From an optimization exercise on the open Yosys and OpenROAD flow, aimed at small area, a short achievable clock period and few clock cycles per item; shortcuts taken in it are not production practice. Only simulation tests tie the RTL to the original design; equivalence was not proved.

===== flow/design.v =====
module mcmac_sbox (input wire [7:0] a, output wire [7:0] y);
    wire U0=a[7],U1=a[6],U2=a[5],U3=a[4],U4=a[3],U5=a[2],U6=a[1],U7=a[0];
    wire T1 = U0^U3;
    wire T2 = U0^U5;
    wire T3 = U0^U6;
    wire T4 = U3^U5;
    wire T5 = U4^U6;
    wire T6 = T1^T5;
    wire T7 = U1^U2;
    wire T8 = U7^T6;
    wire T9 = U7^T7;
    wire T10 = T6^T7;
    wire T11 = U1^U5;
    wire T12 = U2^U5;
    wire T13 = T3^T4;
    wire T14 = T6^T11;
    wire T15 = T5^T11;
    wire T16 = T5^T12;
    wire T17 = T9^T16;
    wire T18 = U3^U7;
    wire T19 = T7^T18;
    wire T20 = T1^T19;
    wire T21 = U6^U7;
    wire T22 = T7^T21;
    wire T23 = T2^T22;
    wire T24 = T2^T10;
    wire T25 = T20^T17;
    wire T26 = T3^T16;
    wire T27 = T1^T12;
    wire M1 = T13&T6;
    wire M2 = T23&T8;
    wire M3 = T14^M1;
    wire M4 = T19&U7;
    wire M5 = M4^M1;
    wire M6 = T3&T16;
    wire M7 = T22&T9;
    wire M8 = T26^M6;
    wire M9 = T20&T17;
    wire M10 = M9^M6;
    wire M11 = T1&T15;
    wire M12 = T4&T27;
    wire M13 = M12^M11;
    wire M14 = T2&T10;
    wire M15 = M14^M11;
    wire M16 = M3^M2;
    wire M17 = M5^T24;
    wire M18 = M8^M7;
    wire M19 = M10^M15;
    wire M20 = M16^M13;
    wire M21 = M17^M15;
    wire M22 = M18^M13;
    wire M23 = M19^T25;
    wire [3:0] v = {M20, M21, M22, M23};
    wire [15:0] TBM37 = 16'b1111011001010000;
    wire M37 = TBM37[v];
    wire [15:0] TBM38 = 16'b1100100111110000;
    wire M38 = TBM38[v];
    wire [15:0] TBM39 = 16'b1000111011001010;
    wire M39 = TBM39[v];
    wire [15:0] TBM40 = 16'b1110101000100110;
    wire M40 = TBM40[v];
    assign y[0] = ~((M37 & (U1 ^ U2 ^ U5 ^ U6 ^ U7)) ^ (M38 & (U0 ^ U1 ^ U3 ^ U4 ^ U6 ^ U7)) ^ (M39 & (U3 ^ U4 ^ U5 ^ U6 ^ U7)) ^ (M40 & (U0 ^ U4 ^ U5 ^ U6)));
    assign y[1] = ~((M37 & (U0 ^ U1 ^ U2 ^ U3 ^ U4 ^ U5 ^ U7)) ^ (M38 & (U0 ^ U1 ^ U3 ^ U4 ^ U6)) ^ (M39 & (U2 ^ U3)) ^ (M40 & (U1 ^ U3 ^ U4 ^ U6)));
    assign y[2] = (M37 & (U1 ^ U2 ^ U3 ^ U4 ^ U5 ^ U7)) ^ (M38 & (U0 ^ U3 ^ U5 ^ U6 ^ U7)) ^ (M39 & (U0 ^ U1 ^ U3 ^ U4 ^ U6)) ^ (M40 & (U2 ^ U5 ^ U6 ^ U7));
    assign y[3] = (M37 & (U0 ^ U1 ^ U4 ^ U6 ^ U7)) ^ (M38 & (U1 ^ U2 ^ U3 ^ U5 ^ U7)) ^ (M39 & (U3 ^ U6 ^ U7)) ^ (M40 & (U0 ^ U1 ^ U2 ^ U3 ^ U4 ^ U5 ^ U6));
    assign y[4] = (M37 & (U0 ^ U2 ^ U4 ^ U6)) ^ (M38 & (U1 ^ U3 ^ U4 ^ U6 ^ U7)) ^ (M39 & (U0 ^ U4)) ^ (M40 & (U1 ^ U2 ^ U5));
    assign y[5] = ~((M37 & (U0 ^ U2 ^ U3 ^ U4 ^ U5 ^ U7)) ^ (M38 & (U0 ^ U1 ^ U2 ^ U3 ^ U4 ^ U5)) ^ (M39 & (U1 ^ U5 ^ U7)) ^ (M40 & (U0 ^ U1 ^ U2 ^ U5)));
    assign y[6] = ~((M37 & (U1 ^ U2 ^ U3 ^ U4 ^ U5 ^ U6)) ^ (M38 & (U0 ^ U2)) ^ (M39 & (U1 ^ U2 ^ U3 ^ U6)) ^ (M40 & (U0 ^ U1 ^ U3)));
    assign y[7] = (M37 & (U1 ^ U3)) ^ (M38 & (U0 ^ U1 ^ U2 ^ U4 ^ U5 ^ U6 ^ U7)) ^ (M39 & (U0 ^ U1 ^ U2 ^ U4)) ^ (M40 & (U0 ^ U1 ^ U3 ^ U7));
endmodule
module mcmac_round (
    input  wire [127:0] state,      
    input  wire [127:0] kin,        
    input  wire [7:0]   rcon,       
    output wire [127:0] sr_out,     
    output wire [127:0] mc_out,     
    output wire [127:0] kout        
);
    function [7:0] xtime;
        input [7:0] b;
        xtime = {b[6:0], 1'b0} ^ (b[7] ? 8'h1b : 8'h00);
    endfunction
    wire [31:0] w0 = kin[127:96];
    wire [31:0] w1 = kin[95:64];
    wire [31:0] w2 = kin[63:32];
    wire [31:0] w3 = kin[31:0];
    wire [31:0] sw;
    mcmac_sbox ks0 (.a(w3[23:16]), .y(sw[31:24]));
    mcmac_sbox ks1 (.a(w3[15:8]),  .y(sw[23:16]));
    mcmac_sbox ks2 (.a(w3[7:0]),   .y(sw[15:8]));
    mcmac_sbox ks3 (.a(w3[31:24]), .y(sw[7:0]));
    wire [31:0] t0 = sw ^ {rcon, 24'h0};
    assign kout = {t0 ^ w0, t0 ^ (w0 ^ w1), t0 ^ (w0 ^ w1 ^ w2), t0 ^ (w0 ^ w1 ^ w2 ^ w3)};
    wire [127:0] sb;
    genvar i;
    generate
        for (i = 0; i < 16; i = i + 1) begin : g_sub
            mcmac_sbox s (.a(state[127-8*i -: 8]), .y(sb[127-8*i -: 8]));
        end
    endgenerate
    genvar c, r;
    generate
        for (c = 0; c < 4; c = c + 1) begin : g_col
            for (r = 0; r < 4; r = r + 1) begin : g_row
                assign sr_out[127-8*(4*c+r) -: 8] = sb[127-8*(4*((c+r)%4)+r) -: 8];
            end
        end
    endgenerate
    generate
        for (c = 0; c < 4; c = c + 1) begin : g_mix
            wire [7:0] a0 = sr_out[127-32*c -: 8];
            wire [7:0] a1 = sr_out[119-32*c -: 8];
            wire [7:0] a2 = sr_out[111-32*c -: 8];
            wire [7:0] a3 = sr_out[103-32*c -: 8];
            wire [7:0] t01 = a0 ^ a1;
            wire [7:0] t12 = a1 ^ a2;
            wire [7:0] t23 = a2 ^ a3;
            wire [7:0] t30 = a3 ^ a0;
            wire [7:0] ta  = t01 ^ t23;
            assign mc_out[127-32*c -: 8] = xtime(t01) ^ ta;
            assign mc_out[119-32*c -: 8] = xtime(t12) ^ ta;
            assign mc_out[111-32*c -: 8] = xtime(t23) ^ ta;
            assign mc_out[103-32*c -: 8] = xtime(t30) ^ ta;
        end
    endgenerate
endmodule
module mcmac (
    input  wire         clk,
    input  wire         rst,        
    input  wire         in_valid,
    output wire         in_ready,
    input  wire         in_first,   
    input  wire         in_last,    
    input  wire [4:0]   in_len,     
    input  wire [127:0] in_data,    
    input  wire [127:0] in_key,
    output reg          tag_valid,
    output wire [127:0] tag
);
    localparam S_IDLE = 3'd0;   
    localparam S_PREP = 3'd1;   
    localparam S_LRUN = 3'd2;   
    localparam S_FIX  = 3'd3;   
    localparam S_BRUN = 3'd4;   
    localparam S_WAIT = 3'd5;   
    reg [2:0]   st;
    reg [3:0]   round;       
    reg         last_rnd;    
    reg         step_rk;     
    reg         use_rnd;     
    reg         cur_last;    
    reg         m1_last;     
    reg         m1_full;     
    reg [127:0] s;           
    reg [127:0] rk;          
    reg [127:0] k0;          
    reg [127:0] lr;          
    wire idle     = (st == S_IDLE);
    wire prep     = (st == S_PREP);
    wire lrun     = (st == S_LRUN);
    wire fix      = (st == S_FIX);
    wire brun     = (st == S_BRUN);
    wire wait_blk = (st == S_WAIT);
    wire blk_end  = brun && last_rnd;
    wire l_end    = lrun && last_rnd;
    assign in_ready = idle || wait_blk || (blk_end && !cur_last);
    assign tag = s;
    wire take_in = in_valid && (wait_blk || (blk_end && !cur_last));
    reg  [7:0] rc;
    wire [7:0] rc2  = {rc[6:0], 1'b0} ^ (rc[7] ? 8'h1b : 8'h00);
    wire [7:0] rcon = step_rk ? rc2 : 8'h01;
    wire         pass_in = take_in || idle;
    reg  [127:0] padm;
    integer j;
    always @(*) begin
        for (j = 0; j < 16; j = j + 1) begin
            if (pass_in && (!in_last || j < in_len))
                padm[127-8*j -: 8] = in_data[127-8*j -: 8];
            else if (pass_in && j == in_len)
                padm[127-8*j -: 8] = 8'h80;
            else
                padm[127-8*j -: 8] = 8'h00;
        end
    end
    wire [127:0] k1   = {lr[126:0], 1'b0} ^ (lr[127] ? 128'h87 : 128'h0);
    wire [127:0] k2   = {k1[126:0], 1'b0} ^ (k1[127] ? 128'h87 : 128'h0);
    wire         full = fix ? m1_full : (in_len == 5'd16);
    wire         use_k  = fix || (take_in && in_last);
    wire         use_k0 = take_in || l_end || prep;
    wire [127:0] kx   = use_k ? (full ? k1 : k2) : 128'h0;
    wire [127:0] d = (padm ^ (use_k0 ? k0 : 128'h0)) ^ kx;
    wire [127:0] sr_o, mc_o, rk_n;
    mcmac_round u_round (
        .state (s),
        .kin   (step_rk ? rk : k0),
        .rcon  (rcon),
        .sr_out(sr_o),
        .mc_out(mc_o),
        .kout  (rk_n)
    );
    wire start_rnd = prep || fix || (wait_blk && in_valid) ||
                     (l_end && !m1_last) || (blk_end && !cur_last && in_valid);
    wire [127:0] a_src = lrun ? lr : prep ? 128'h0 : s;
    wire [127:0] s_nxt = ((use_rnd ? sr_o : a_src) ^ ((use_rnd ? rk : 128'h0) ^ d)) ^
                         (step_rk ? mc_o : 128'h0);
    always @(posedge clk) begin
        s <= s_nxt;
        rk <= rk_n;
        if (idle)
            k0 <= in_key;
        if (l_end)
            lr <= sr_o ^ rk;               
        else if (idle)
            lr <= padm;
        rc <= rcon;
        if (step_rk) begin
            round    <= round + 4'd1;
            last_rnd <= (round == 4'd9);
            step_rk  <= (round != 4'd9);
            use_rnd  <= (round != 4'd9) || brun;
        end else begin
            round    <= 4'd1;
            last_rnd <= 1'b0;
            step_rk  <= start_rnd;
            use_rnd  <= start_rnd;
        end
        if (rst) begin
            step_rk <= 1'b0;
            use_rnd <= 1'b0;
        end
        if (l_end)
            cur_last <= m1_last;
        else if (take_in)
            cur_last <= in_last;
        if (idle) begin
            m1_last <= in_last;
            m1_full <= (in_len == 5'd16);
        end
        if (rst) begin
            st        <= S_IDLE;
            tag_valid <= 1'b0;
        end else begin
            tag_valid <= 1'b0;
            case (st)
                S_IDLE: if (in_valid) st <= S_PREP;
                S_PREP: st <= S_LRUN;
                S_LRUN: if (last_rnd) st <= m1_last ? S_FIX : S_BRUN;
                S_FIX:  st <= S_BRUN;
                S_BRUN: if (last_rnd) begin
                            if (cur_last) begin
                                tag_valid <= 1'b1;
                                st        <= S_IDLE;
                            end else if (!in_valid) begin
                                st <= S_WAIT;
                            end
                        end
                S_WAIT: if (in_valid) st <= S_BRUN;
                default: st <= S_IDLE;
            endcase
        end
    end
endmodule

===== flow/flow/run.sh =====
#!/bin/bash
# Layout flow: the standard flow (standard.sh), except that the synthesis maps
# the logic with an area-oriented ABC script (flow/abc_area.script) in place of
# ORFS's delay-oriented one; OpenROAD's repair then sizes the critical paths.
# Synthesis is synth_recipe.tcl itself, with a wrapper that hands every abc call
# the script above; registers, names, flattening and renaming are unchanged.
# Each tool's output goes to a log of its own in the work folder.
set -euo pipefail
W=$(pwd)
{
  head -n 1 synth_recipe.tcl
  cat <<'EOT'
proc abc {args} {
  set i [lsearch -exact $args -script]
  if {$i >= 0} { lset args [expr {$i + 1}] $::env(FLOW_ABC_SCRIPT) }
  yosys abc {*}$args
}
EOT
  tail -n +2 synth_recipe.tcl
} > flow_synth.tcl
export FLOW_ABC_SCRIPT="$W/flow/abc_area.script"
bash standard.sh SYNTH_SCRIPT="$W/flow_synth.tcl" synth > "$W/flow_synth.log" 2>&1
bash standard.sh finish > "$W/flow_layout.log" 2>&1
test -f out/final.def

===== flow/flow/abc_area.script =====
strash
dch
map -a
topo
stime -c

===== flow/standard.sh =====
#!/bin/bash
# synth_recipe.tcl (not shown) runs the flow's synth.tcl, then flattens the netlist and writes it again
# the make line also repeats each setting of config.mk as NAME=value (left out here)
make -C /OpenROAD-flow-scripts/flow DESIGN_CONFIG=/design/flow/config.mk WORK_HOME=/design/flow/orfs CLKGATE_MAP_FILE= SYNTH_SCRIPT=/design/flow/synth_recipe.tcl "${@:-finish}"

===== flow/config.mk =====
export PLATFORM = sky130hd
export DESIGN_NAME = mcmac
export DESIGN_NICKNAME = mcmac
export VERILOG_FILES = /design/flow/design.v
export SDC_FILE = /design/flow/constraint.sdc
export NUM_CORES = 8
export LEC_CHECK = 0
export CAP_MARGIN = 20
export CORE_MARGIN = 2
export CORE_UTILIZATION = 55
export SETUP_SLACK_MARGIN = 2.5
export SLEW_MARGIN = 20

===== flow/constraint.sdc =====
create_clock -name core_clock -period 8.0 [get_ports {clk}]
set_input_delay 1.6000 -clock core_clock [delete_from_list [all_inputs] [get_ports {clk}]]
set_output_delay 1.6000 -clock core_clock [all_outputs]
set_load 0.01 [all_outputs]

==> results of run 1 <==
## how the worst min path moves through the flow
| stage | slack [ps] | start | cells past startpoint | end |
|---|---|---|---|---|
| 2_1_floorplan | 400 | round[0] | 1 | round[0] |
| 3_3_place_gp | 410 | rc[4] | 2 | rc[5] |
| 3_5_place_dp | 420 | rc[4] | 2 | rc[5] |
| 4_1_cts | 430 | rc[4] | 2 | rc[5] |
| 5_1_grt | 460 | rc[4] | 2 | rc[5] |
| 6_report | 430 | rc[4] | 2 | rc[5] |
## metal layers
layer | part of all wire [%] | wire length [um] | vias to the layer above | global-route usage, %
met1 | 37 | 93900 | 28600 | 56.5
met4 | 8.3 | 20800 | 8 | 28.3
met2 | 42 | 105000 | 4097 | 64.2
met3 | 12 | 31300 | 950 | 10.2
li1 | - | - | 28100 | -
met5 | 0.021 | 52 | - | 0
## state kept, by name, summed over array words and instances (netlist names), 3 cells and up
register  flops
k0          128
round         4
rc            8
rk          128
lr          128
s           128
st            3
## metrics by stage
step           worst slack [ps]  setup TNS (ps)  cells  hold slack (ps)
6_report                   2430               0  10700              427
5_1_grt                    2370               0  10700              456
4_1_cts                    2380               0  10400              427
3_5_place_dp                915               0  10200              417
3_3_place_gp               1080               0  10200              413
2_1_floorplan             -1510         -129460   8257              401
## critical path, cell delays in order, from the launching register on
cell	delay, ps
dfxtp_4	360
buf_4	150
buf_12	160
buf_16	160
or2_2	310
o21ai_0	90
buf_4	180
xor2_2	210
xor2_2	180
xor2_1	160
ha_1	260
xor2_1	170
xor2_1	160
or2_2	290
nand2_2	150
inv_2	80
o21ai_2	220
nand2_4	110
nor2_2	130
xor2_1	220
xor2_1	210
xnor2_1	140
xnor2_2	360
xor2_1	230
buf_4	220
xor2_1	190
buf_4	200
xor2_1	150
## what timing repair did
item	CTS	global route
setup endpoints to repair	302	196
gates resized for setup	549	460
pin swaps	78	150
buffers inserted	94	200
cloned	0	6
## final cells by class
| cell class | count | area [um2] | share of cell area, % |
|---|---|---|---|
| diodes | 1 | 2.50 | 0.00328 |
| clock buffers | 107 | 2150 | 2.82 |
| clock inverters | 31 | 297 | 0.389 |
| inverters | 766 | 3160 | 4.15 |
| multi-input cells | 6957 | 47400 | 62.2 |
| flip-flops and latches | 534 | 13500 | 17.8 |
| well taps | 1391 | 1740 | 2.28 |
| repair buffers | 865 | 7890 | 10.4 |
| repair inverters | 2 | 22.5 | 0.0296 |
## Yosys cell counts (41+ instances only)
library cell and n:
a22oi_1 41, nand3_1 112, clkinv_1 766, a21oi_1 359
dfxtp_1 275, ha_1 105, o21ai_0 490, or2_2 100
o211ai_1 118, xnor2_1 766, xor2_1 1825, nand2_1 2287
edfxtp_1 259, nor2_1 550, o22ai_1 96
## logic make-up after synthesis
kind of cell,count (synthesis),synth area share (%)
fa+ha+maj,105,2.23
simple gates,3086,20.5
mux,8,0.136
flops,534,22.6
buf+inv,766,4.89
xor+xnor,2591,38.6
compound gates,1167,11.1
==> impl_metrics.env, run 1 <==
export IMPL_syn_num_nets=8628
export IMPL_crit_path_start_kind="register"
export IMPL_dp_hpwl_um=184000
export IMPL_drc=0
export IMPL_fillers=8522
export IMPL_clockBufferDepth=3
export IMPL_hold_viol=0
export IMPL_crit_end="rk[22]"
export IMPL_avgViaCountPerCell=5.80
export IMPL_crit_type="reg -> reg"
export IMPL_drv_cap=0
export IMPL_drtAntennaViolNets=0
export IMPL_rsz0062_at_grt="yes"
export IMPL_synth_top_area_share_pct=27.2
export IMPL_yosys_top_cells_area="xor2_1, nand2_1, edfxtp_1"
export IMPL_cts_buffers=74
export IMPL_critPathMaxFanout=8
export IMPL_cp_end_kind="register"
export IMPL_status="finished clean"
export IMPL_grt_overflow=0
export IMPL_clock_sinks=534
export IMPL_layout_drive_gt1_share_pct=16.6
export IMPL_pin_count=396
export IMPL_die_h_um=331
export IMPL_via_count=61800
export IMPL_period_share_pct=69.6
export IMPL_floorplan_initialDensity_pct=55.6
export IMPL_worstPathRequired_ps=8600
export IMPL_io_buffers=394
export IMPL_fin_util_pct=72.1
export IMPL_final_cell_area_um2=76200
export IMPL_async_reset_ff_share_pct=0
export IMPL_post_synth_top_area_cell="xor2_1"
export IMPL_grt_pass1_wl_um=354000
export IMPL_wl_per_cell_um=23.5
export IMPL_routabilityCongestion=1.03
export IMPL_grt_pass1_vias=56000
export IMPL_place_area_um2=66500
export IMPL_syn_inst=8257
export IMPL_r2r_slack_ps=2430
export IMPL_coreArea_um2=106000
export IMPL_fmax_ghz=0.180
export IMPL_path_clk_slew_ps=60
export IMPL_finalSetupViolations=0
export IMPL_syn_area_per_cell_um2=7.12
export IMPL_final_common_cell="nand2_1"
export IMPL_wl_um=251000
export IMPL_area_growth_pct=29.5
export IMPL_grt_start_max_net_pins=159
export IMPL_yosysSeqAreaShare_pct=22.6
export IMPL_htree_levels=3
export IMPL_tightestPinTransition_ps=1160
export IMPL_die_w_um=331
export IMPL_ys_flop_type="dfxtp_1"
export IMPL_yosysWarnings=2
export IMPL_dr_pass1_iters=7
export IMPL_synth_distinct_cells=33
export IMPL_cts_tree="done"
export IMPL_final_cell_mix="nand2_1, xor2_1, xnor2_1"
export IMPL_hp_class="reg -> reg"
export IMPL_fin_crit_ps=5570
export IMPL_critPathLaunch="step_rk"
export IMPL_antenna_found_initial=9
export IMPL_num_rows=119
export IMPL_r2r_cells=27
export IMPL_slew_headroom_pct=22.5
export IMPL_r2r_start="step_rk"
export IMPL_dieArea_um2=110000
export IMPL_slew_violations=0
export IMPL_finClkSkew_ps=33.6
export IMPL_ys_seq_elements=534
export IMPL_fin_nets=9571
export IMPL_clockRootBuffer="clkbuf_16"
export IMPL_holdBufCountCts=0
export IMPL_grt_usage_pct=43.4
export IMPL_drtIter0Drc=7702
export IMPL_r2r_end="rk[22]"
export IMPL_crit_arrival_ps=6170
export IMPL_netlist_area_um2=58800
export IMPL_synth_edf_count=259
export IMPL_clk_latency_ps=690
Testbench counts, summed over its fixed seeds: cycles 46,686, blocks 3,698.
==> run 2, diff against run 1 <==
--- a/flow/design.v
+++ b/flow/design.v
@@ -149,2 +149,3 @@
     reg         step_rk;     
+    reg         step_ks;     
     reg         use_rnd;     
@@ -194,3 +195,3 @@
         .state (s),
-        .kin   (step_rk ? rk : k0),
+        .kin   ({step_rk ? rk[127:32] : k0[127:32], step_ks ? rk[31:0] : k0[31:0]}),
         .rcon  (rcon),
@@ -219,2 +220,3 @@
             step_rk  <= (round != 4'd9);
+            step_ks  <= (round != 4'd9);
             use_rnd  <= (round != 4'd9) || brun;
@@ -224,2 +226,3 @@
             step_rk  <= start_rnd;
+            step_ks  <= start_rnd;
             use_rnd  <= start_rnd;
==> flow/flow/abc_area.script (replaced) <==
strash
&get -n
&b
&put
dch
map -a
topo
stime -c
--- a/flow/config.mk
+++ b/flow/config.mk
@@ -10,2 +10,3 @@
 export CORE_UTILIZATION = 55
+export PLACE_DENSITY = 0.7
 export SETUP_SLACK_MARGIN = 2.5
==> run 2 against run 1 <==
Against the previous run:
- first-iteration DRC count decreased by 10%
- area after synthesis increased by 1.0%
- clock-buffer cell count decreased by 13
- highest routed layer unchanged
- critical path type unchanged
==> impl_metrics.env, run 2 <==
export IMPL_yosysSeqAreaShare_pct=22.4
export IMPL_area_growth_pct=25.3
export IMPL_critPathMaxFanout=8
export IMPL_period_share_pct=68.8
export IMPL_final_cell_mix="nand2_1, xor2_1, xnor2_1"
export IMPL_status="finished clean"
export IMPL_clockRootBuffer="clkbuf_16"
export IMPL_clockBufferDepth=3
export IMPL_slew_headroom_pct=15.3
export IMPL_syn_area_per_cell_um2=7.13
export IMPL_finClkSkew_ps=27.1
export IMPL_synth_distinct_cells=33
export IMPL_avgViaCountPerCell=5.71
export IMPL_cts_buffers=71
export IMPL_syn_num_nets=8702
export IMPL_crit_path_start_kind="register"
export IMPL_crit_arrival_ps=6020
export IMPL_fmax_ghz=0.182
export IMPL_wl_um=245000
export IMPL_crit_type="reg -> reg"
export IMPL_finalSetupViolations=0
export IMPL_netlist_area_um2=59400
export IMPL_ys_top_cells_by_count="nand2_1, xor2_1, xnor2_1, clkinv_1, o21ai_0"
export IMPL_path_clk_slew_ps=60
export IMPL_hold_viol=0
export IMPL_syn_inst=8331
export IMPL_wl_per_cell_um=23.1
export IMPL_fillers=9166
export IMPL_yosysWarnings=2
export IMPL_tightestPinTransition_ps=1260
export IMPL_grt_overflow=0
export IMPL_dp_hpwl_um=183000
export IMPL_drc=0
export IMPL_slew_violations=0
export IMPL_clk_latency_ps=670
export IMPL_coreArea_um2=107000
export IMPL_post_synth_top_area_cell="xor2_1"
export IMPL_ys_flop_type="dfxtp_1"
export IMPL_cts_tree="done"
export IMPL_grt_start_max_net_pins=158
export IMPL_grt_usage_pct=42.3
export IMPL_rsz0062_at_grt="yes"
export IMPL_hp_class="reg -> reg"
export IMPL_tns_ps=0
export IMPL_cp_end_kind="register"
export IMPL_pin_count=396
export IMPL_worstPathRequired_ps=8510
export IMPL_die_w_um=333
export IMPL_via_count=60700
export IMPL_hold_start="rc[6]"
export IMPL_num_rows=120
export IMPL_grt_pass1_wl_um=353000
export IMPL_r2r_start="s[77]"
export IMPL_antenna_found_initial=8
export IMPL_critPathLaunch="s[77]"
export IMPL_drtAntennaViolNets=0
export IMPL_dp_cells=10300
export IMPL_htree_levels=3
export IMPL_synth_edf_count=259
export IMPL_fin_nets=9539
export IMPL_final_common_cell="nand2_1"
export IMPL_clock_sinks=535
export IMPL_drtIter0Drc=6933
export IMPL_synth_top_area_share_pct=28.2
export IMPL_grt_pass1_vias=55800
export IMPL_async_reset_ff_share_pct=0
export IMPL_die_h_um=333
export IMPL_instances_no_fill=10600
export IMPL_ys_seq_elements=535
export IMPL_layout_drive_gt1_share_pct=14.4
export IMPL_fin_crit_ps=5510
export IMPL_synth_most_common_cell="nand2_1"
export IMPL_dr_pass1_iters=8
export IMPL_yosys_top_cells_area="xor2_1, nand2_1, edfxtp_1"
export IMPL_dieArea_um2=111000
export IMPL_drv_cap=0
export IMPL_io_buffers=394
export IMPL_floorplan_initialDensity_pct=55.5
export IMPL_routabilityCongestion=1.09
[run 2: cell types whose count changed in the layout (fill, tap and decap cells not counted), moves of 63 or more]
cell      before   now
o22ai_1       83     5
nand2_1     2142  2220
buf_4        429   356
clkinv_1     626   563
xor2_1      1618  1760
o211ai_1     118     9
[run 2: kinds of logic (layout without fill, tap and decap cells)]
family,count (synthesis),in the layout,synth area share [%]
AO/OA/AOI/OAI,1163,1163,10.6
flip-flops,535,535,22.4
multiplexers,14,14,0.236
buffers and inverters,694,1588,4.38
AND/OR/NAND/NOR,3158,3158,20.9
adder cells (fa/ha/maj),105,105,2.21
other,0,2,0
XOR/XNOR,2662,2662,39.2
[run 2: final timing paths]
check | to | slack (ps) | cells after the start
worst max register to register | s[10] | 2490 | 21
worst max-delay path | s[10] | 2490 | 21
worst min-delay path | rc[7] | 430 | 2
worst min register to register | rc[7] | 430 | 2
[run 2: cell type report]
class	count	area [um2]	area share, %
Clock inverter	36	344	0.462
Multi-Input combinational cell	7102	47100	63.3
Tap cell	1403	1760	2.36
Clock buffer	94	2020	2.71
Antenna cell	2	5.00	0.00672
Timing Repair Buffer	764	6860	9.21
Inverter	694	2820	3.78
Sequential cell	535	13600	18.2
[run 2: layer usage]
metal / GRT usage [%] / share of wire (%) / vias up
met5: 0 / 0.0053 / -
met4: 28.6 / 7.9 / 2
met3: 9.51 / 12 / 734
met2: 62.7 / 42 / 3415
met1: 54.7 / 38 / 28400
li1: - / - / 28100
[run 2: what timing repair did]
item                                    in CTS  in global routing
endpoints found under the setup margin     267                204
hold buffers                                 0                  0
buffers inserted                            68                119
gates resized for setup                    495                441
pin swaps                                   37                 96
gates cloned                                 0                  1
[run 2: critical path, stage by stage (launching register included)]
cell,delay (ps)
dfxtp_4,400
xor2_1,630
xnor2_1,180
ha_1,340
xor2_1,170
xnor2_1,200
xor2_1,270
ha_1,270
or2_2,300
nand2_1,110
o21ai_0,120
o21ai_2,190
buf_4,190
nand2_1,50
xnor2_1,250
xor2_2,450
xnor2_1,190
xnor2_1,160
buf_4,170
a21oi_1,150
o21ai_1,270
xor2_1,250
[run 2: stage by stage]
stage | util (%) | hold slack, ps | area (um2) | worst slack, ps
2_1_floorplan | - | 401 | 59500 | 1250
3_3_place_gp | 62.3 | 416 | 66700 | 1190
3_5_place_dp | 62.3 | 420 | 66700 | 1000
4_1_cts | 66.8 | 433 | 71500 | 2500
5_1_grt | 69.6 | 453 | 74500 | 2350
6_report | 69.6 | 430 | 74500 | 2490
Testbench counts of run 2, summed over its fixed seeds: cycles 46,686, blocks 3,698.
==> run 3, diff against run 2 <==
--- a/flow/flow/run.sh
+++ b/flow/flow/run.sh
@@ -6,2 +6,3 @@
 # the script above; registers, names, flattening and renaming are unchanged.
+# Port buffers are buf_1 cells (ORFS picks a larger delay buffer by default).
 # Each tool's output goes to a log of its own in the work folder.
@@ -22,2 +23,3 @@
 bash standard.sh SYNTH_SCRIPT="$W/flow_synth.tcl" synth > "$W/flow_synth.log" 2>&1
+export BUFFER_PORTS_ARGS="-buffer_cell sky130_fd_sc_hd__buf_1"
 bash standard.sh finish > "$W/flow_layout.log" 2>&1
==> run 3 against run 2 <==
Against the previous run:
- still clean on timing, DRC and antenna
- setup slack better by 90 ps
- non-clock buffer count is 14 lower
- core utilization is 2.3 points lower
- synthesized cell count stayed put
- first-iteration DRC count is 2.4% lower
- critical path depth is 5 higher
- critical path type unchanged
- critical endpoint is now s[99]
- highest routed layer unchanged
==> impl_metrics.env, run 3 <==
export IMPL_status="finished clean"
export IMPL_fillers=9512
export IMPL_layout_drive_gt1_share_pct=14.2
export IMPL_tns_ps=0
export IMPL_routabilityCongestion=1.05
export IMPL_netlist_area_um2=59400
export IMPL_clockRootBuffer="clkbuf_16"
export IMPL_cts_buffers=72
export IMPL_rsz0062_at_grt="yes"
export IMPL_hp_class="reg -> reg"
export IMPL_cp_end_kind="register"
export IMPL_cts_tree="done"
export IMPL_grt_pass1_vias=55700
export IMPL_fmax_ghz=0.185
export IMPL_grt_start_max_net_pins=160
export IMPL_num_rows=120
export IMPL_worstPathRequired_ps=8530
export IMPL_crit_path_start_kind="register"
export IMPL_synth_most_common_cell="nand2_1"
export IMPL_synth_top_area_share_pct=28.2
export IMPL_via_count=60500
export IMPL_cpPeakStageDelay_ps=460
export IMPL_fin_nets=9526
export IMPL_fin_crit_ps=5410
export IMPL_yosysWarnings=2
export IMPL_multi_input_area_um2=47100
export IMPL_synth_distinct_cells=33
export IMPL_crit_arrival_ps=5950
export IMPL_grt_usage_pct=41.7
export IMPL_ys_flop_type="dfxtp_1"
export IMPL_path_clk_slew_ps=60
export IMPL_clock_sinks=535
export IMPL_clockBufferDepth=3
export IMPL_syn_num_nets=8702
export IMPL_hold_viol=0
export IMPL_floorplan_initialDensity_pct=55.5
export IMPL_dp_cells=10300
export IMPL_holdBufCountCts=0
export IMPL_min_to="round[0]"
export IMPL_finalSetupViolations=0
export IMPL_htree_levels=3
export IMPL_critPathMaxFanout=8
export IMPL_ys_top_cells_by_count="nand2_1, xor2_1, xnor2_1, clkinv_1, o21ai_0"
export IMPL_antenna_found_initial=8
export IMPL_slowest_stage="dfxtp_2"
export IMPL_hold_start="round[0]"
export IMPL_final_common_cell="nand2_1"
export IMPL_die_h_um=333
export IMPL_instances_no_fill=10600
export IMPL_seqCellArea_um2=13600
export IMPL_syn_inst=8331
export IMPL_wl_per_cell_um=22.8
export IMPL_syn_area_per_cell_um2=7.13
export IMPL_period_share_pct=67.7
export IMPL_crit_type="reg -> reg"
export IMPL_io_buffers=394
export IMPL_drc=0
export IMPL_ys_seq_elements=535
export IMPL_wl_um=242000
export IMPL_final_cell_mix="nand2_1, xor2_1, xnor2_1"
export IMPL_synth_edf_count=259
export IMPL_r2r_end="s[99]"
export IMPL_pin_count=396
export IMPL_area_growth_pct=21.2
export IMPL_coreArea_um2=107000
export IMPL_grt_pass1_wl_um=349000
export IMPL_dr_pass1_iters=6
export IMPL_finClkSkew_ps=37.3
export IMPL_yosysSeqAreaShare_pct=22.4
export IMPL_drtAntennaViolNets=0
export IMPL_die_w_um=333
export IMPL_slew_violations=0
export IMPL_dieArea_um2=111000
export IMPL_grt_overflow=0
export IMPL_drtIter0Drc=6767
export IMPL_r2r_start="s[5]"
export IMPL_r2r_slack_ps=2590
export IMPL_r2r_cells=26
export IMPL_async_reset_ff_share_pct=0
export IMPL_tightestPinTransition_ps=1160
export IMPL_post_synth_top_area_cell="xor2_1"
export IMPL_dp_hpwl_um=180000
export IMPL_hold_depth=1
export IMPL_drv_cap=0
export IMPL_avgViaCountPerCell=5.70
export IMPL_slew_headroom_pct=22.5
export IMPL_clk_latency_ps=670
export IMPL_yosys_top_cells_area="xor2_1, nand2_1, edfxtp_1"
[run 3: cell counts after synthesis]
Identical to the previous run, type by type.
[run 3: cell families (layout without fill, tap and decap cells)]
family	Yosys count	count (layout)	share of synthesized area, %
AO/OA/AOI/OAI	1163	1163	10.6
XOR/XNOR	2662	2662	39.2
adder cells (fa/ha/maj)	105	105	2.21
buffers and inverters	694	1575	4.38
flip-flops	535	535	22.4
multiplexers	14	14	0.236
other	0	5	0
AND/OR/NAND/NOR	3158	3158	20.9
[run 3: worst max-delay path, delay by kind of cell, from the launching register on]
| kind | cells | cell delay [ps] |
|---|---|---|
| xor+xnor | 11 | 2260 |
| buf+inv | 5 | 920 |
| simple gates | 6 | 890 |
| fa+ha+maj | 2 | 590 |
| flops | 1 | 460 |
| compound gates | 2 | 170 |
[run 3: layer usage]
metal  track usage [%]  up-vias  share of wire, %
met5                 0        -            0.0095
met1              54.0    28200                38
li1                  -    28100                 -
met2              63.4     3408                43
met3              7.90      741                11
met4              27.3        4               7.8
[run 3: area by class of cell]
class	instances	area share, %
multi-input combinational	7102	65.4
sequential	535	18.9
timing repair buffer	750	5.91
inverter	694	3.90
clock buffer	92	2.85
tap	1403	2.44
clock inverter	39	0.677
antenna	5	0.0174
[run 3: metrics by stage]
| stage | setup WS, ps | instance area [um2] | util, % | hold WS, ps |
|---|---|---|---|---|
| after global routing | 2350 | 72000 | 67.3 | 471 |
| after global placement | 1020 | 64200 | 60.0 | 412 |
| after floorplan | 1250 | 59500 | - | 401 |
| after CTS | 2470 | 69400 | 64.8 | 440 |
| after detailed placement | 999 | 64200 | 60.0 | 426 |
| final | 2590 | 72100 | 67.3 | 444 |
[run 3: worst max path at each step]
stage / from / slack [ps] / endpoint / cells after the start
2_1_floorplan: in_len[1] / 1250 / s[7] / 11
3_3_place_gp: step_ks / 1020 / rk[31] / 25
3_5_place_dp: step_ks / 1000 / rk[31] / 25
4_1_cts: step_ks / 2470 / rk[31] / 25
5_1_grt: s[74] / 2350 / s[9] / 27
6_report: s[5] / 2590 / s[99] / 26
[run 3: repair_timing]
action | in CTS | in global routing
pin swaps | 31 | 73
buffers inserted | 79 | 96
endpoints found under the setup margin | 271 | 201
gates resized for setup | 493 | 424
==> run 4, diff against run 3 <==
--- a/flow/design.v
+++ b/flow/design.v
@@ -166,4 +166,5 @@
     wire l_end    = lrun && last_rnd;
-    assign in_ready = idle || wait_blk || (blk_end && !cur_last);
-    assign tag = s;
+    wire msg_end  = blk_end && cur_last;       
+    assign in_ready = idle || wait_blk || blk_end;
+    assign tag = lr;
     wire take_in = in_valid && (wait_blk || (blk_end && !cur_last));
@@ -172,3 +173,3 @@
     wire [7:0] rcon = step_rk ? rc2 : 8'h01;
-    wire         pass_in = take_in || idle;
+    wire         pass_in = take_in || idle || msg_end;
     reg  [127:0] padm;
@@ -203,3 +204,3 @@
                      (l_end && !m1_last) || (blk_end && !cur_last && in_valid);
-    wire [127:0] a_src = lrun ? lr : prep ? 128'h0 : s;
+    wire [127:0] a_src = lrun ? lr : (prep || idle || msg_end) ? 128'h0 : s;
     wire [127:0] s_nxt = ((use_rnd ? sr_o : a_src) ^ ((use_rnd ? rk : 128'h0) ^ d)) ^
@@ -209,8 +210,8 @@
         rk <= rk_n;
-        if (idle)
+        if (idle || msg_end)
             k0 <= in_key;
-        if (l_end)
+        if (l_end || msg_end)
             lr <= sr_o ^ rk;               
-        else if (idle)
-            lr <= padm;
+        else if (prep)
+            lr <= s;                       
         rc <= rcon;
@@ -221,3 +222,3 @@
             step_ks  <= (round != 4'd9);
-            use_rnd  <= (round != 4'd9) || brun;
+            use_rnd  <= (round != 4'd9) || (brun && !cur_last);
         end else begin
@@ -237,3 +238,3 @@
             cur_last <= in_last;
-        if (idle) begin
+        if (idle || msg_end) begin
             m1_last <= in_last;
@@ -254,3 +255,3 @@
                                 tag_valid <= 1'b1;
-                                st        <= S_IDLE;
+                                st        <= in_valid ? S_PREP : S_IDLE;
                             end else if (!in_valid) begin
==> run 4 against run 3 <==
Against the previous run:
- via count fell by 0.16%
- flip-flop and latch count did not move
- global-route usage rose by 0.38 points
- largest cell class unchanged
- clock-buffer cell count rose by 1
- maximum frequency fell by 1.3%
==> impl_metrics.env, run 4 <==
export IMPL_pin_count=396
export IMPL_r2r_end="rk[29]"
export IMPL_slew_headroom_pct=22.0
export IMPL_fin_crit_ps=5480
export IMPL_min_to="round[0]"
export IMPL_floorplan_initialDensity_pct=55.5
export IMPL_r2r_cells=29
export IMPL_r2r_start="step_ks"
export IMPL_clockRootBuffer="clkbuf_16"
export IMPL_period_share_pct=68.6
export IMPL_routabilityCongestion=1.04
export IMPL_avgViaCountPerCell=5.66
export IMPL_synth_distinct_cells=32
export IMPL_via_count=60400
export IMPL_hold_viol=0
export IMPL_slowest_stage="dfxtp_4"
export IMPL_holdBufCountCts=0
export IMPL_rsz0062_at_grt="yes"
export IMPL_clock_sinks=535
export IMPL_drtAntennaViolNets=0
export IMPL_synth_top_area_share_pct=28.0
export IMPL_cpPeakStageDelay_ps=430
export IMPL_tns_ps=0
export IMPL_hp_class="reg -> reg"
export IMPL_antenna_found_initial=7
export IMPL_crit_type="reg -> reg"
export IMPL_fillers=9511
export IMPL_ys_seq_elements=535
export IMPL_fmax_ghz=0.182
export IMPL_syn_num_nets=8711
export IMPL_r2r_slack_ps=2520
export IMPL_clockBufferDepth=3
export IMPL_coreArea_um2=107000
export IMPL_layout_drive_gt1_share_pct=13.8
export IMPL_ys_flop_type="dfxtp_1"
export IMPL_crit_arrival_ps=6060
export IMPL_dr_pass1_iters=6
export IMPL_synth_most_common_cell="nand2_1"
export IMPL_num_rows=120
export IMPL_die_w_um=333
export IMPL_area_growth_pct=21.2
export IMPL_finalSetupViolations=0
export IMPL_path_clk_slew_ps=60
export IMPL_ys_top_cells_by_count="nand2_1, xor2_1, xnor2_1, clkinv_1, o21ai_0"
export IMPL_async_reset_ff_share_pct=0
export IMPL_hold_depth=1
export IMPL_status="finished clean"
export IMPL_seqCellArea_um2=13500
export IMPL_synth_edf_count=259
export IMPL_dieArea_um2=111000
export IMPL_fin_nets=9580
export IMPL_final_cell_mix="nand2_1, xor2_1, xnor2_1"
export IMPL_dp_hpwl_um=183000
export IMPL_dp_cells=10300
export IMPL_drtIter0Drc=6896
export IMPL_drc=0
export IMPL_post_synth_top_area_cell="xor2_1"
export IMPL_grt_start_max_net_pins=144
export IMPL_wl_um=244000
export IMPL_final_common_cell="nand2_1"
export IMPL_cp_end_kind="register"
export IMPL_cts_tree="done"
export IMPL_die_h_um=333
export IMPL_hold_start="round[0]"
export IMPL_multi_input_area_um2=46900
export IMPL_critPathMaxFanout=27
export IMPL_grt_pass1_vias=55400
export IMPL_wl_per_cell_um=22.8
export IMPL_syn_inst=8340
export IMPL_syn_area_per_cell_um2=7.12
export IMPL_tightestPinTransition_ps=1170
export IMPL_yosysSeqAreaShare_pct=22.4
export IMPL_worstPathRequired_ps=8580
export IMPL_htree_levels=3
export IMPL_yosysWarnings=2
export IMPL_cts_buffers=72
export IMPL_instances_no_fill=10700
export IMPL_final_cell_area_um2=72000
export IMPL_clk_latency_ps=670
export IMPL_yosys_top_cells_area="xor2_1, nand2_1, edfxtp_1"
export IMPL_grt_pass1_wl_um=351000
export IMPL_grt_usage_pct=42.0
export IMPL_place_area_um2=64100
export IMPL_crit_path_start_kind="register"
export IMPL_netlist_area_um2=59400
export IMPL_drv_cap=0
export IMPL_grt_overflow=0
export IMPL_slew_violations=0
export IMPL_finClkSkew_ps=25.8
export IMPL_io_buffers=394
run 4: cells by family (layout without fill, tap and decap cells):
logic type | Yosys count | count (layout) | share of synthesized area (%)
mux | 14 | 14 | 0.236
flops | 535 | 535 | 22.4
xor+xnor | 2661 | 2661 | 39.3
buf+inv | 688 | 1616 | 4.35
fa+ha+maj | 105 | 105 | 2.21
other cells | 0 | 3 | 0
compound gates | 1133 | 1133 | 10.4
simple gates | 3204 | 3204 | 21.2
run 4: worst max path at each step:
stage | start | end | slack [ps]
2_1_floorplan | in_len[1] | s[1] | 1600
3_3_place_gp | step_ks | rk[7] | 1160
3_5_place_dp | step_ks | rk[4] | 1070
4_1_cts | step_ks | rk[4] | 2370
5_1_grt | step_ks | rk[29] | 2350
6_report | step_ks | rk[29] | 2520
run 4: timing repair:
| action | in CTS | in global routing |
|---|---|---|
| pin swaps | 50 | 73 |
| setup endpoints to repair | 282 | 201 |
| buffers inserted | 107 | 110 |
| gates resized for setup | 454 | 388 |
run 4: layer usage:
| metal | track usage (%) | part of all wire [%] |
|---|---|---|
| met1 | 55.1 | 39 |
| met2 | 62.8 | 42 |
| met3 | 9.28 | 11 |
| met4 | 26.2 | 7.5 |
| met5 | 0 | 0.018 |
run 4: through the flow:
stage / hold WS [ps] / setup WS, ps / utilization [%]
2_1_floorplan: 401 / 1600 / -
3_3_place_gp: 422 / 1160 / 59.9
3_5_place_dp: 435 / 1070 / 59.9
4_1_cts: 444 / 2370 / 65.0
5_1_grt: 465 / 2350 / 67.2
6_report: 448 / 2520 / 67.2
run 4: final cells by class:
type / instances / share of cell area, %
multi-input cells: 7117 / 65.1
flip-flops and latches: 535 / 18.8
repair buffers: 795 / 6.45
inverters: 688 / 3.84
clock buffers: 93 / 2.66
well taps: 1403 / 2.44
clock inverters: 40 / 0.706
diodes: 3 / 0.0104
run 4: critical path, delay by kind of cell (launching register included):
kind                     cells  cell delay (ps)
XOR/XNOR                     9             1760
buffers and inverters        9             1520
AND/OR/NAND/NOR              7              950
flip-flops                   1              430
AO/OA/AOI/OAI                3              380
adder cells (fa/ha/maj)      1              290
Testbench counts of run 4, summed over its fixed seeds: cycles 45,894, blocks 3,698.
==> run 5, diff against run 4 <==
==> flow/flow/abc_area.script (replaced) <==
strash
&get -n
&b
&dch
&nf -a
&put
topo
stime -c
==> run 5 against run 4 <==
Against the previous run:
- setup slack gained 100 ps
- via count decreased by 9.7%
- core utilization fell by 1.3 points
- sequential share of layout area grew 0.26 points
- critical path type unchanged
- critical path depth decreased by 13
- routed wire length fell by 6.8%
- still clean
==> impl_metrics.env, run 5 <==
export IMPL_wl_per_cell_um=25.3
export IMPL_cts_buffers=70
export IMPL_netlist_area_um2=59300
export IMPL_clk_latency_ps=670
export IMPL_coreArea_um2=107000
export IMPL_pin_count=396
export IMPL_whs_ps=451
export IMPL_ys_flop_type="dfxtp_1"
export IMPL_yosysSeqAreaShare_pct=22.4
export IMPL_r2r_end="s[9]"
export IMPL_async_reset_ff_share_pct=0
export IMPL_crit_path_start_kind="register"
export IMPL_crit_arrival_ps=5910
export IMPL_fin_util_pct=65.9
export IMPL_clock_sinks=535
export IMPL_clockBufferDepth=3
export IMPL_htree_levels=3
export IMPL_die_h_um=332
export IMPL_fillers=8947
export IMPL_grt_pass1_wl_um=330000
export IMPL_yosys_top_cells_area="xnor2_1, edfxtp_1, xor2_1"
export IMPL_clockRootBuffer="clkbuf_16"
export IMPL_num_rows=120
export IMPL_grt_usage_pct=39.3
export IMPL_hp_class="reg -> reg"
export IMPL_via_count=54600
export IMPL_final_cell_mix="xnor2_1, nand2_1, xor2_1"
export IMPL_tightestPinTransition_ps=1160
export IMPL_r2r_cells=16
export IMPL_dp_cells=8786
export IMPL_worstPathRequired_ps=8520
export IMPL_critPathMaxFanout=11
export IMPL_period_share_pct=67.3
export IMPL_drc=0
export IMPL_instances_no_fill=8984
export IMPL_finClkSkew_ps=23.0
export IMPL_io_buffers=394
export IMPL_grt_pass1_vias=50600
export IMPL_wl_um=227000
export IMPL_holdBufCountCts=0
export IMPL_avgViaCountPerCell=6.07
export IMPL_r2r_start="s[76]"
export IMPL_synth_edf_count=259
export IMPL_fin_nets=7890
export IMPL_slew_headroom_pct=22.2
export IMPL_floorplan_initialDensity_pct=55.4
export IMPL_cp_end_kind="register"
export IMPL_dp_hpwl_um=169000
export IMPL_grt_start_max_net_pins=166
export IMPL_slew_violations=0
export IMPL_hold_viol=0
export IMPL_dr_pass1_iters=7
export IMPL_rsz0062_at_grt="yes"
export IMPL_post_synth_top_area_cell="xnor2_1"
export IMPL_grt_overflow=0
export IMPL_drv_cap=0
export IMPL_min_to="round[0]"
export IMPL_area_growth_pct=18.9
export IMPL_synth_most_common_cell="xnor2_1"
export IMPL_hold_start="round[0]"
export IMPL_drtIter0Drc=6865
export IMPL_antenna_found_initial=9
export IMPL_status="finished clean"
export IMPL_synth_distinct_cells=49
export IMPL_layout_drive_gt1_share_pct=11.5
export IMPL_syn_inst=6790
export IMPL_crit_type="reg -> reg"
export IMPL_fin_crit_ps=5380
export IMPL_finalSetupViolations=0
export IMPL_yosysWarnings=2
export IMPL_syn_area_per_cell_um2=8.74
export IMPL_syn_num_nets=7161
export IMPL_hold_depth=1
export IMPL_dieArea_um2=111000
export IMPL_ys_seq_elements=535
export IMPL_die_w_um=332
export IMPL_final_common_cell="xnor2_1"
export IMPL_r2r_slack_ps=2620
export IMPL_routabilityCongestion=1.00
export IMPL_fmax_ghz=0.186
export IMPL_synth_top_area_share_pct=32.1
export IMPL_ys_top_cells_by_count="xnor2_1, nand2_1, xor2_1, a21oi_1, nor2_1"
export IMPL_tns_ps=0
export IMPL_cts_tree="done"
export IMPL_drtAntennaViolNets=0
export IMPL_path_clk_slew_ps=60
[run 5: changes by cell type in the layout (fill, tap and decap cells not counted), sizes merged, moves of 109 or more]
cell	before	now
mux2i	14	213
buf	795	657
clkinv	627	130
o211ai	19	128
o21ai	586	78
nor2	575	385
xor2	1897	825
a21oi	336	632
xnor2	764	2173
nand2	2321	900
[run 5: worst max-delay path by stage]
stage                     cells past startpoint  slack [ps]  endpoint     from
after floorplan                               6       -1490     s[60]    st[2]
after global placement                       19        1430     s[47]   s[105]
after detailed placement                     18        1270    rk[27]  step_ks
after CTS                                    21        2500    rk[30]  step_ks
after global routing                         19        2400     s[60]    s[17]
final                                        16        2620      s[9]    s[76]
[run 5: cell families after synthesis]
kind of cell	synth area share, %
buf+inv	0.664
flops	22.4
compound gates	12.3
mux	3.82
simple gates	10.8
xor+xnor	47.8
fa+ha+maj	2.21
[run 5: area by class of cell]
type	instances	area, um2	share of cell area, %
Inverter	105	394	0.559
Clock inverter	39	343	0.486
Clock buffer	91	1880	2.67
Multi-Input combinational cell	6150	49200	69.7
Tap cell	1403	1760	2.49
Sequential cell	535	13400	19.1
Timing Repair Buffer	657	3560	5.04
Antenna cell	4	10.0	0.0142
[run 5: what timing repair did]
item / 4_1_cts / 5_1_grt
pin swaps: 12 / 46
setup endpoints to repair: 262 / 191
gates cloned: 0 / 0
gates resized for setup: 329 / 258
buffers inserted: 11 / 53
[run 5: critical path, stage by stage, from the launching register on]
cell	delay, ps
dfxtp_1	320
buf_4	270
xor2_1	400
xnor2_1	280
xnor2_1	120
ha_1	210
xnor2_1	340
xnor3_2	650
or2_0	420
a221oi_1	380
xnor2_1	220
xnor2_1	170
buf_4	220
xor2_2	340
xor2_4	180
o21ai_0	550
xnor2_1	170
[run 5: through the flow]
stage               setup slack (ps)  cell area (um2)
floorplan                      -1490            59400
global placement                1430            64300
detailed placement              1270            64300
CTS                             2500            68700
global route                    2400            70500
finish                          2620            70500
[run 5: metal layers]
layer	vias up	track usage, %	share of wire (%)
li1	24500	-	-
met3	604	11.3	13
met1	26100	52.3	39
met4	6	21.8	6.6
met2	3344	57.2	42
met5	-	0	0.020
==> run 6, diff against run 5 <==
--- a/flow/config.mk
+++ b/flow/config.mk
@@ -11,3 +11,3 @@
 export PLACE_DENSITY = 0.7
-export SETUP_SLACK_MARGIN = 2.5
+export SETUP_SLACK_MARGIN = 2.75
 export SLEW_MARGIN = 20
==> run 6 against run 5 <==
Against the previous run:
- flip-flop and latch count unchanged
- via count up 1.8%
- register-to-register slack better by 190 ps
- still clean
==> impl_metrics.env, run 6 <==
export IMPL_yosysWarnings=2
export IMPL_dp_hpwl_um=171000
export IMPL_synthMuxAreaShare_pct=3.82
export IMPL_finalSetupViolations=0
export IMPL_status="finished clean"
export IMPL_critPathMaxFanout=10
export IMPL_hold_viol=0
export IMPL_clk_latency_ps=670
export IMPL_finClkSkew_ps=32.4
export IMPL_num_rows=120
export IMPL_cts_tree="done"
export IMPL_syn_num_nets=7161
export IMPL_fin_util_pct=68.6
export IMPL_clock_sinks=535
export IMPL_synth_edf_count=259
export IMPL_grt_pass1_vias=51500
export IMPL_period_share_pct=65.0
export IMPL_crit_path_start_kind="register"
export IMPL_final_cell_area_um2=73400
export IMPL_place_area_um2=64400
export IMPL_synth_simple_gate_area_share_pct=10.8
export IMPL_ys_seq_elements=535
export IMPL_slew_headroom_pct=21.6
export IMPL_slew_violations=0
export IMPL_hp_class="reg -> reg"
export IMPL_wl_per_cell_um=25.7
export IMPL_worst_slack_ps=2800
export IMPL_pin_count=396
export IMPL_fin_nets=8037
export IMPL_fin_crit_ps=5200
export IMPL_cp_end_kind="register"
export IMPL_drtIter0Drc=6931
export IMPL_seqCellArea_um2=13500
export IMPL_post_synth_top_area_cell="xnor2_1"
export IMPL_cts_buffers=70
export IMPL_syn_area_per_cell_um2=8.74
export IMPL_yosys_top_cells_area="xnor2_1, edfxtp_1, xor2_1"
export IMPL_use_met3_pct=10.6
export IMPL_pre_cts_slack_ps=1310
export IMPL_fillers=8490
export IMPL_ys_flop_type="dfxtp_1"
export IMPL_clockRootBuffer="clkbuf_16"
export IMPL_drc=0
export IMPL_crit_type="reg -> reg"
export IMPL_holdBufCountCts=0
export IMPL_coreArea_um2=107000
export IMPL_async_reset_ff_share_pct=0
export IMPL_grt_usage_pct=40.1
export IMPL_drtAntennaViolNets=0
export IMPL_grtUsageMet2_pct=58.6
export IMPL_antenna_found_initial=12
export IMPL_synth_compound_area_share_pct=12.3
export IMPL_final_common_cell="xnor2_1"
export IMPL_fmax_ghz=0.192
export IMPL_synth_top_family_by_area="XOR/XNOR gates"
export IMPL_via_count=55600
export IMPL_avgViaCountPerCell=6.09
export IMPL_dp_cells=8789
export IMPL_instances_no_fill=9129
export IMPL_synth_distinct_cells=49
export IMPL_grt_pass1_wl_um=336000
export IMPL_drv_cap=0
export IMPL_io_buffers=394
export IMPL_htree_levels=3
export IMPL_crit_arrival_ps=5710
export IMPL_final_cell_mix="xnor2_1, nand2_1, xor2_1"
export IMPL_grt_overflow=0
export IMPL_ys_top_cells_by_count="xnor2_1, nand2_1, xor2_1, a21oi_1, nor2_1"
export IMPL_yosysSeqAreaShare_pct=22.4
export IMPL_path_clk_slew_ps=60
export IMPL_dr_pass1_iters=6
export IMPL_area_growth_pct=23.7
export IMPL_die_h_um=332
export IMPL_worstPathRequired_ps=8520
export IMPL_routabilityCongestion=1.06
export IMPL_grt_use_met1_pct=53.4
export IMPL_syn_inst=6790
export IMPL_dieArea_um2=111000
export IMPL_grt_busiest_layer="met2"
export IMPL_grt_start_max_net_pins=133
export IMPL_floorplan_initialDensity_pct=55.4
export IMPL_clockBufferDepth=3
export IMPL_synth_fa_ha_area_share_pct=2.21
export IMPL_multi_input_area_um2=50600
export IMPL_synth_most_common_cell="xnor2_1"
export IMPL_die_w_um=332
export IMPL_rsz0062_at_grt="yes"
export IMPL_tightestPinTransition_ps=1170
export IMPL_synth_top_area_share_pct=32.1
export IMPL_netlist_area_um2=59300
export IMPL_wl_um=235000
export IMPL_synthXorXnorAreaFrac_pct=47.8
export IMPL_layout_drive_gt1_share_pct=15.7
-- run 6: what timing repair did --
action | in CTS | in global routing
pin swaps | 60 | 115
setup buffers | 64 | 143
gates cloned | 0 | 1
endpoints found under the setup margin | 311 | 194
hold endpoints to repair | 0 | 0
resized for setup | 509 | 344
-- run 6: metal layers --
layer	vias to the layer above	part of all wire [%]	routed length, um
li1	24800	-	-
met2	3444	42	99300
met1	26700	38	89600
met4	10	6.9	16200
met5	-	0.029	67
met3	640	13	29500
-- run 6: logic make-up (layout without fill, tap and decap cells) --
| logic type | count (synthesis) | count (layout) |
|---|---|---|
| adders and majority gates | 105 | 105 |
| muxes | 225 | 225 |
| buffers and inverters | 105 | 1038 |
| AOI/OAI and AO/OA | 1175 | 1175 |
| and+or+nand+nor | 1555 | 1555 |
| xor gates and xnor gates | 3090 | 3090 |
| DFF | 535 | 535 |
| other | 0 | 3 |
-- run 6: final cells by class --
class | count | share of cell area (%)
sequential | 535 | 18.4
multi-input combinational | 6150 | 69.0
clock buffer | 99 | 2.77
timing repair buffer | 804 | 6.57
tap | 1403 | 2.39
clock inverter | 30 | 0.355
antenna | 3 | 0.0102
inverter | 105 | 0.537
-- run 6: worst paths after layout --
kind	startpoint	endpoint	slack, ps	cells past startpoint
max	s[33]	s[6]	2800	17
min	round[0]	round[0]	430	1
max reg2reg	s[33]	s[6]	2800	17
min reg2reg	round[0]	round[0]	430	1
-- run 6: critical path, cell delays in order (launching register included) --
cell and delay (ps):
dfxtp_1 320, buf_4 230, xor2_4 310, buf_12 160, xnor2_2 150, xnor2_1 160
ha_1 180, xor2_1 290, xnor3_2 610, or2_0 450, a221oi_1 450, xor2_1 200
xnor2_1 80, buf_4 170, xnor2_1 340, xnor2_2 190, o21ai_0 590, xnor2_1 160
-- run 6: through the flow --
stage,TNS [ps],hold slack (ps)
6_report,0,431
3_3_place_gp,0,413
3_5_place_dp,0,418
2_1_floorplan,-177820,401
4_1_cts,0,430
5_1_grt,0,443

[what the ideal ports hide]
Ports are ideal in the flow. The routed layouts listed here were re-timed in OpenROAD. Step 1: set_driving_cell puts a clkbuf_16 on clk and a buf_2 on each other input, an assumption about the parent block. Step 2 adds t to the input delays and takes it off the output delays; t is the mean of the earliest and latest rising clock arrival at the registers after step 1. Input paths then give back, and output paths get back, about the clock's delay inside the block. Three values: no drivers, after step 1, after step 2; two values: the first two.
| run | t, ns | slack for setup (ns) | worst data-port slew with drivers (ns) |
|---|---|---|---|
| run 1 | 0.759 | 2.431 / 2.431 / 1.816 | 0.13 |
| run 2 | 0.730 | 2.495 / 2.495 / 1.959 | 0.13 |
| run 3 | 0.729 | 2.585 / 2.585 / 2.421 | 0.16 |
| run 4 | 0.740 | 2.516 / 2.516 / 2.142 | 0.20 |
| run 5 | 0.736 | 2.618 / 2.618 / 2.377 | 0.11 |
| run 6 | 0.730 | 2.803 / 2.803 / 2.732 | 0.10 |
After both steps every run listed still meets setup and hold. For run 1, which loses most, drivers alone change the setup slack by 0.000 ns; drivers and shift together by -0.615 ns.
